Source: an optimization exercise on an open RTL-to-GDS flow (aim: small area). Production flows keep margins and buffers that such runs may drop. The RTL was checked by simulation tests, not by an equivalence proof against the original design.

## juniper
==> flow/design.v <==
module tg_rx (
    input             clk,
    input             rst,
    input             cfg_ok,
    input      [15:0] own_unit,
    input      [15:0] src_rel,
    input      [15:0] src_zs,
    input      [15:0] src_den,
    input      [4:0]  seq_win,
    input             ms_tick,
    input             in_valid,
    input      [7:0]  in_data,
    input             in_last,
    input             in_net,
    output reg        out_valid,
    output reg [3:0]  out_code,
    output reg [1:0]  out_stream,
    output reg        out_net,
    output reg        out_open,
    output reg        out_match,
    output reg        out_mismatch,
    output reg        out_single,
    output     [31:0] out_seq,
    output     [23:0] out_pl,
    output     [2:0]  synced,
    output     [2:0]  pair_open,
    output reg [2:0]  tmo_single
);
    localparam [3:0] C_OK     = 4'h0,
                     C_CRC    = 4'h1,
                     C_FORMAT = 4'h2,
                     C_ADDR   = 4'h3,
                     C_STREAM = 4'h4,
                     C_BEHIND = 4'h5,
                     C_AHEAD  = 4'h6,
                     C_LATE   = 4'h7;
    localparam [9:0] T_PAIR = 10'h204,    
                     T_SYNC = 10'h2B2;    
    reg [5:0]  cnt;           
    reg [31:0] crc;           
    reg        crc_ok;        
    reg        s_own, s_rel, s_zs, s_den;    
    reg        d_own, d_ff;   
    reg        fmt_ok;        
    reg        h1, h2, h3;    
    reg [31:0] fseq;          
    reg        sq_e, sq_i, sq_q, sq_l, sq_x;
    reg [95:0] body;          
    reg        b_eq;          
    reg [95:0] ring [0:2];    
    reg        ev_pend;       
    reg        ev_len_ok;
    reg        ev_net;
    function [31:0] crc32c_byte;
        input [31:0] c;
        input [7:0]  d;
        integer k;
        reg [31:0] r;
        begin
            r = c ^ {24'd0, d};
            for (k = 0; k < 8; k = k + 1)
                r = r[0] ? ((r >> 1) ^ 32'h82F63B78) : (r >> 1);
            crc32c_byte = r;
        end
    endfunction
    wire hi = ~cnt[0];
    reg [3:0]  mv_left;
    reg [2:0]  mv_s;
    reg        mv_copy;
    wire       mv_xfer = (mv_left != 4'd0) && mv_copy;
    wire       in_body = in_valid && cnt >= 6'd12 && cnt < 6'd24;    
    wire [7:0] top = ({8{h1}} & ring[0][95:88]) | ({8{h2}} & ring[1][95:88]) |
                     ({8{h3}} & ring[2][95:88]);
    reg [7:0] crc_b;
    always @* begin
        case (cnt[1:0])
            2'd0: crc_b = crc[31:24];
            2'd1: crc_b = crc[23:16];
            2'd2: crc_b = crc[15:8];
            default: crc_b = crc[7:0];
        endcase
    end
    reg [31:0]  sseq  [0:2];    
    wire [31:0]  c_sseq  = ({32{h1}} & sseq[0]) | ({32{h2}} & sseq[1]) | ({32{h3}} & sseq[2]);
    reg [7:0] s_b;
    always @* begin
        case (cnt[1:0])
            2'd0: s_b = c_sseq[31:24];
            2'd1: s_b = c_sseq[23:16];
            2'd2: s_b = c_sseq[15:8];
            default: s_b = c_sseq[7:0];
        endcase
    end
    wire [7:0] b_dif  = in_data - s_b;
    wire       b_eq7  = (in_data[6:0] == s_b[6:0]);
    wire       b_eq8  = b_eq7 && (in_data[7] == s_b[7]);
    wire       b_lt7  = (in_data[6:0] < s_b[6:0]);
    wire       b_lt8  = (in_data < s_b);
    wire       b_one  = (in_data == s_b + 8'd1) && (s_b != 8'hFF);
    wire       b_wrap = (in_data == 8'h00) && (s_b == 8'hFF);
    always @(posedge clk) begin
        if (in_valid && cnt < 6'd28)
            crc <= crc32c_byte(crc | {32{cnt == 6'd0}}, in_data);
        if (in_valid && cnt[5:2] == 4'd7)
            crc_ok <= (crc_ok || cnt[1:0] == 2'd0) && (in_data == ~crc_b);
        if (in_valid && cnt[5:1] == 5'd0) begin
            s_own <= (s_own || hi) && (in_data == (hi ? own_unit[15:8] : own_unit[7:0]));
            s_rel <= (s_rel || hi) && (in_data == (hi ? src_rel[15:8]  : src_rel[7:0]));
            s_zs  <= (s_zs  || hi) && (in_data == (hi ? src_zs[15:8]   : src_zs[7:0]));
            s_den <= (s_den || hi) && (in_data == (hi ? src_den[15:8]  : src_den[7:0]));
        end
        if (in_valid && cnt[5:1] == 5'd1) begin
            d_own <= (d_own || hi) && (in_data == (hi ? own_unit[15:8] : own_unit[7:0]));
            d_ff  <= (d_ff  || hi) && (in_data == 8'hFF);
        end
        if (in_valid && cnt == 6'd4) begin
            h1 <= (in_data == 8'd1);
            h2 <= (in_data == 8'd2);
            h3 <= (in_data == 8'd3);
        end
        if (in_valid && cnt == 6'd5)
            fmt_ok <= (in_data == 8'h01);
        if (in_valid && cnt[5:1] == 5'd3)
            fmt_ok <= fmt_ok && (in_data == 8'h00);
        if (in_valid && cnt[5:2] == 4'd2)
            fseq <= {fseq[23:0], in_data};
        if (in_valid && cnt[5:2] == 4'd2) begin
            if (cnt[1:0] == 2'd0) begin
                sq_e <= b_eq8;
                sq_i <= b_one || b_wrap;
                sq_q <= b_eq7;
                sq_l <= b_lt7;
                sq_x <= in_data[7] ^ s_b[7];
            end else if (cnt[1:0] != 2'd3) begin
                sq_e <= sq_e && b_eq8;
                sq_i <= (sq_e && b_one) || (sq_i && b_wrap);
                sq_q <= sq_q && b_eq8;
                sq_l <= sq_l || (sq_q && b_lt8);
            end else begin
                sq_e <= sq_e && b_eq8;
                sq_i <= ((sq_e && !b_lt8) || (sq_i && b_lt8)) &&
                        (b_dif[7:5] == 3'd0) && (b_dif[4:0] != 5'd0) && (b_dif[4:0] <= seq_win);
                sq_l <= sq_x ^ (sq_l || (sq_q && b_lt8));
            end
        end
        if (in_body || ev_pend || mv_xfer)
            body <= {body[87:0], in_data};
        if (in_body)
            b_eq <= (b_eq || cnt == 6'd12) && (in_data == top);
    end
    always @(posedge clk) begin
        if (rst) begin
            cnt     <= 6'd0;
            ev_pend <= 1'b0;
        end else begin
            ev_pend <= in_valid && in_last;
            if (in_valid) begin
                if (in_last)
                    cnt <= 6'd0;
                else if (cnt != 6'd32)
                    cnt <= cnt + 6'd1;
            end
        end
        ev_len_ok <= (cnt == 6'd31);
        ev_net    <= in_net;
    end
    assign out_seq = fseq;
    assign out_pl  = body[71:48];      
    reg         syn   [0:2];
    reg         have  [0:2];    
    reg         popen [0:2];
    reg         pnet  [0:2];
    reg [9:0]   tmr   [0:2];    
    reg [32:0]  img   [0:2];    
    assign synced    = {syn[2], syn[1], syn[0]};
    assign pair_open = {popen[2], popen[1], popen[0]};
    wire [32:0] cur = {d_ff, crc};
    wire [1:0] typ = {h2 | h3, h1 | h3};
    wire         c_syn   = (h1 & syn[0])   | (h2 & syn[1])   | (h3 & syn[2]);
    wire         c_popen = (h1 & popen[0]) | (h2 & popen[1]) | (h3 & popen[2]);
    wire         c_have  = (h1 & have[0])  | (h2 & have[1])  | (h3 & have[2]);
    wire         c_pnet  = (h1 & pnet[0])  | (h2 & pnet[1])  | (h3 & pnet[2]);
    wire [32:0]  c_img   = ({33{h1}} & img[0]) | ({33{h2}} & img[1]) | ({33{h3}} & img[2]);
    wire len_ok = ev_len_ok;
    wire addr_ok = (d_own | d_ff) & ~s_own;
    wire str_ok = cfg_ok & ((h1 & s_rel & (src_rel != 16'd0)) |
                            (h2 & s_zs  & (src_zs  != 16'd0)) |
                            (h3 & s_den & (src_den != 16'd0)));
    wire        zero = sq_e;
    wire        in_w = sq_i;
    wire [31:0] d    = {sq_l, 31'd0};
    wire        other_net = (c_pnet != ev_net);
    reg [3:0] v_code;
    reg [1:0] v_stream;
    reg       v_open, v_complete;
    always @* begin
        v_code     = C_OK;
        v_stream   = typ;
        v_open     = 1'b0;
        v_complete = 1'b0;
        if (!len_ok) begin
            v_code   = C_FORMAT;
            v_stream = 2'd0;
        end else if (!crc_ok) begin
            v_code   = C_CRC;
            v_stream = 2'd0;
        end else if (!fmt_ok) begin
            v_code = C_FORMAT;
        end else if (!addr_ok) begin
            v_code = C_ADDR;
        end else if (!str_ok) begin
            v_code = C_STREAM;
        end else if (c_syn) begin
            if (zero) begin
                if (c_popen && other_net)
                    v_complete = 1'b1;
                else
                    v_code = C_LATE;
            end else if (in_w) begin
                v_open = 1'b1;
            end else if (!d[31]) begin
                v_code = C_AHEAD;
            end else begin
                v_code = C_BEHIND;
            end
        end else begin
            if (c_popen && zero) begin
                if (other_net)
                    v_complete = 1'b1;
                else
                    v_code = C_LATE;
            end else if (!c_popen && c_have && zero) begin
                v_code = C_LATE;
            end else begin
                v_open = 1'b1;
            end
        end
    end
    wire v_match = (c_img == cur) && b_eq;
    wire ev_open     = ev_pend && v_open;
    wire ev_complete = ev_pend && v_complete;
    wire [2:0] hs = {h3, h2, h1};
    integer i;
    always @(posedge clk) begin
        if (rst) begin
            out_valid    <= 1'b0;
            out_open     <= 1'b0;
            out_match    <= 1'b0;
            out_mismatch <= 1'b0;
            out_single   <= 1'b0;
            tmo_single   <= 3'b000;
            for (i = 0; i < 3; i = i + 1) begin
                syn[i]   <= 1'b0;
                have[i]  <= 1'b0;
                popen[i] <= 1'b0;
            end
        end else begin
            out_valid    <= ev_pend;
            out_open     <= ev_open;
            out_match    <= ev_complete && v_match;
            out_mismatch <= ev_complete && !v_match;
            out_single   <= ev_open && c_popen;
            tmo_single   <= 3'b000;
            for (i = 0; i < 3; i = i + 1) begin
                if (hs[i] && ev_open) begin
                    popen[i] <= 1'b1;
                    have[i]  <= 1'b1;
                end else if (hs[i] && ev_complete) begin
                    popen[i] <= 1'b0;
                    if (v_match)
                        syn[i] <= 1'b1;
                end else if (ms_tick) begin
                    if (popen[i] && tmr[i] == T_PAIR) begin
                        popen[i]      <= 1'b0;
                        tmo_single[i] <= 1'b1;
                    end
                    if (syn[i] && tmr[i] == T_SYNC)
                        syn[i] <= 1'b0;
                end
            end
        end
    end
    always @(posedge clk) begin
        for (i = 0; i < 3; i = i + 1) begin
            if (hs[i] && (ev_open || ev_complete)) begin
                tmr[i] <= 10'd0;
                if (v_open) begin
                    pnet[i] <= ev_net;
                    sseq[i] <= fseq;
                    img[i]  <= cur;    
                end
            end else if (ms_tick && (popen[i] || syn[i])) begin
                tmr[i] <= {tmr[i][8:0], ~(tmr[i][9] ^ tmr[i][6])};
            end
        end
    end
    always @(posedge clk) begin
        out_code   <= v_code;
        out_stream <= v_stream;
        out_net    <= ev_net;
    end
    always @(posedge clk) begin
        if (rst) begin
            mv_left <= 4'd0;
        end else if (ev_open) begin
            mv_left <= 4'd11;
            mv_s    <= {h3, h2, h1};
            mv_copy <= 1'b1;
        end else if (in_valid && in_last && cnt >= 6'd12 && cnt < 6'd23) begin
            mv_left <= 4'd7 - cnt[3:0];
            mv_s    <= {h3, h2, h1};
            mv_copy <= 1'b0;
        end else if (mv_left != 4'd0) begin
            mv_left <= mv_left - 4'd1;
        end
    end
    integer r;
    always @(posedge clk) begin
        for (r = 0; r < 3; r = r + 1) begin
            if (ev_open && hs[r])
                ring[r] <= {ring[r][87:0], body[95:88]};
            else if (mv_left != 4'd0 && mv_s[r])
                ring[r] <= {ring[r][87:0], mv_copy ? body[95:88] : ring[r][95:88]};
            else if (in_body && hs[r])
                ring[r] <= {ring[r][87:0], ring[r][95:88]};
        end
    end
endmodule
==> flow/config.mk <==
export PLATFORM = sky130hd
export DESIGN_NAME = tg_rx
export DESIGN_NICKNAME = tg_rx
export VERILOG_FILES = /design/flow/design.v
export SDC_FILE = /design/flow/constraint.sdc
export NUM_CORES = 4
export LEC_CHECK = 0
export CAP_MARGIN = 20
export CORE_MARGIN = 2
export CORE_UTILIZATION = 40
export PLACE_DENSITY = 0.6
export SLEW_MARGIN = 20
==> flow/constraint.sdc <==
create_clock -name core_clock -period 10.0 [get_ports {clk}]
set_input_delay 2.0000 -clock core_clock [delete_from_list [all_inputs] [get_ports {clk}]]
set_output_delay 2.0000 -clock core_clock [all_outputs]
set_load 0.01 [all_outputs]
standard.sh (not shown) runs the stock make flow with config.mk's settings and CLKGATE_MAP_FILE= SYNTH_SCRIPT=/design/flow/synth_recipe.tcl, a recipe that flattens the netlist after the stock synthesis.
==> flow/flow/run.sh <==
#!/bin/bash
# The standard layout (standard.sh, unchanged synthesis, floorplan, power grid and
# routing), with two layout knobs that ORFS reads from the environment:
#  - the port buffers are the smallest buffer cell instead of the one buffer_ports picks;
#  - clock tree: sink clusters of up to 32 flip-flops within 80 um, no dummy loads;
# make's output goes to standard.log; each ORFS step keeps its own log under orfs/logs/.
set -euo pipefail
export BUFFER_PORTS_ARGS="-buffer_cell sky130_fd_sc_hd__buf_1"
export CTS_ARGS="-sink_clustering_enable -repair_clock_nets -sink_clustering_size 32 -sink_clustering_max_diameter 80 -dont_use_dummy_load"
bash standard.sh > standard.log 2>&1
Inputs modified between juniper and yarrow:
--- a/flow/design.v
+++ b/flow/design.v
@@ -45,5 +45,4 @@
     reg        h1, h2, h3;    
     reg [31:0] fseq;          
-    reg        sq_e, sq_i, sq_q, sq_l, sq_x;
     reg [95:0] body;          
     reg        b_eq;          
@@ -81,22 +80,4 @@
         endcase
     end
-    reg [31:0]  sseq  [0:2];    
-    wire [31:0]  c_sseq  = ({32{h1}} & sseq[0]) | ({32{h2}} & sseq[1]) | ({32{h3}} & sseq[2]);
-    reg [7:0] s_b;
-    always @* begin
-        case (cnt[1:0])
-            2'd0: s_b = c_sseq[31:24];
-            2'd1: s_b = c_sseq[23:16];
-            2'd2: s_b = c_sseq[15:8];
-            default: s_b = c_sseq[7:0];
-        endcase
-    end
-    wire [7:0] b_dif  = in_data - s_b;
-    wire       b_eq7  = (in_data[6:0] == s_b[6:0]);
-    wire       b_eq8  = b_eq7 && (in_data[7] == s_b[7]);
-    wire       b_lt7  = (in_data[6:0] < s_b[6:0]);
-    wire       b_lt8  = (in_data < s_b);
-    wire       b_one  = (in_data == s_b + 8'd1) && (s_b != 8'hFF);
-    wire       b_wrap = (in_data == 8'h00) && (s_b == 8'hFF);
     always @(posedge clk) begin
         if (in_valid && cnt < 6'd28)
@@ -125,23 +106,4 @@
         if (in_valid && cnt[5:2] == 4'd2)
             fseq <= {fseq[23:0], in_data};
-        if (in_valid && cnt[5:2] == 4'd2) begin
-            if (cnt[1:0] == 2'd0) begin
-                sq_e <= b_eq8;
-                sq_i <= b_one || b_wrap;
-                sq_q <= b_eq7;
-                sq_l <= b_lt7;
-                sq_x <= in_data[7] ^ s_b[7];
-            end else if (cnt[1:0] != 2'd3) begin
-                sq_e <= sq_e && b_eq8;
-                sq_i <= (sq_e && b_one) || (sq_i && b_wrap);
-                sq_q <= sq_q && b_eq8;
-                sq_l <= sq_l || (sq_q && b_lt8);
-            end else begin
-                sq_e <= sq_e && b_eq8;
-                sq_i <= ((sq_e && !b_lt8) || (sq_i && b_lt8)) &&
-                        (b_dif[7:5] == 3'd0) && (b_dif[4:0] != 5'd0) && (b_dif[4:0] <= seq_win);
-                sq_l <= sq_x ^ (sq_l || (sq_q && b_lt8));
-            end
-        end
         if (in_body || ev_pend || mv_xfer)
             body <= {body[87:0], in_data};
@@ -172,4 +134,5 @@
     reg         pnet  [0:2];
     reg [9:0]   tmr   [0:2];    
+    reg [31:0]  sseq  [0:2];    
     reg [32:0]  img   [0:2];    
     assign synced    = {syn[2], syn[1], syn[0]};
@@ -181,4 +144,5 @@
     wire         c_have  = (h1 & have[0])  | (h2 & have[1])  | (h3 & have[2]);
     wire         c_pnet  = (h1 & pnet[0])  | (h2 & pnet[1])  | (h3 & pnet[2]);
+    wire [31:0]  c_sseq  = ({32{h1}} & sseq[0]) | ({32{h2}} & sseq[1]) | ({32{h3}} & sseq[2]);
     wire [32:0]  c_img   = ({33{h1}} & img[0]) | ({33{h2}} & img[1]) | ({33{h3}} & img[2]);
     wire len_ok = ev_len_ok;
@@ -187,7 +151,19 @@
                             (h2 & s_zs  & (src_zs  != 16'd0)) |
                             (h3 & s_den & (src_den != 16'd0)));
-    wire        zero = sq_e;
-    wire        in_w = sq_i;
-    wire [31:0] d    = {sq_l, 31'd0};
+    wire [31:0] x    = fseq ^ c_sseq;
+    wire [5:0]  lo   = {1'b0, fseq[4:0]} - {1'b0, c_sseq[4:0]};
+    wire        e_hi = (x[31:5] == 27'd0);
+    reg  [26:0] pc;                       
+    integer j;
+    always @* begin
+        pc[0] = 1'b1;
+        for (j = 1; j < 27; j = j + 1)
+            pc[j] = pc[j-1] & c_sseq[j+4];
+    end
+    wire        i_hi = (x[31:5] == pc);   
+    wire        zero = e_hi && (lo == 6'd0);
+    wire        in_w = (lo[5] ? i_hi : e_hi) && (lo[4:0] <= seq_win);
+    wire        b31  = (fseq[30:0] < c_sseq[30:0]);
+    wire [31:0] d    = {x[31] ^ b31, 31'd0};
     wire        other_net = (c_pnet != ev_net);
     reg [3:0] v_code;
### Flow results
yarrow completed; timing, DRC and antenna clean. Setup slack: yarrow less than juniper. Count of fill cells added during filler insertion was lower in the run labelled juniper. Per the comparison of yarrow with juniper, count of clock-buffer cells in the layout saw a decrease, final routed wire length divided by cell count saw little to no change, count of cells along the worst register-to-register path saw a decrease. Cell count: yarrow higher than juniper. Diff juniper -> yarrow: met1 usage went up; total global routing track utilization saw an increase.

## re-timing with driven ports
Ports are ideal in the flow. The routed layouts listed here were re-timed in OpenROAD.
Step 1 assumes that a clkbuf_16 drives the clock port and a buf_2 every other input.
Step 2 moves the port delays by t, midway between the first and last clock arrival at a register: inputs arrive t later, outputs are due t later. That takes back most of the time a late clock gives input paths.
Slacks: no drivers / after step 1 / after step 2; pairs: no drivers / after step 1.
run	t, ns	setup slack, ns	latest minus earliest clock arrival (ns)	worst data-port slew with drivers (ns)
juniper	0.600	4.808 / 4.848 / 4.248	0.116 / 0.116	0.13
yarrow	0.619	3.401 / 3.401 / 3.401	0.077 / 0.077	0.06
After both steps setup and hold are still met in every run listed. For juniper, which loses most, drivers alone change the setup slack by +0.040 ns; drivers and shift together by -0.560 ns.
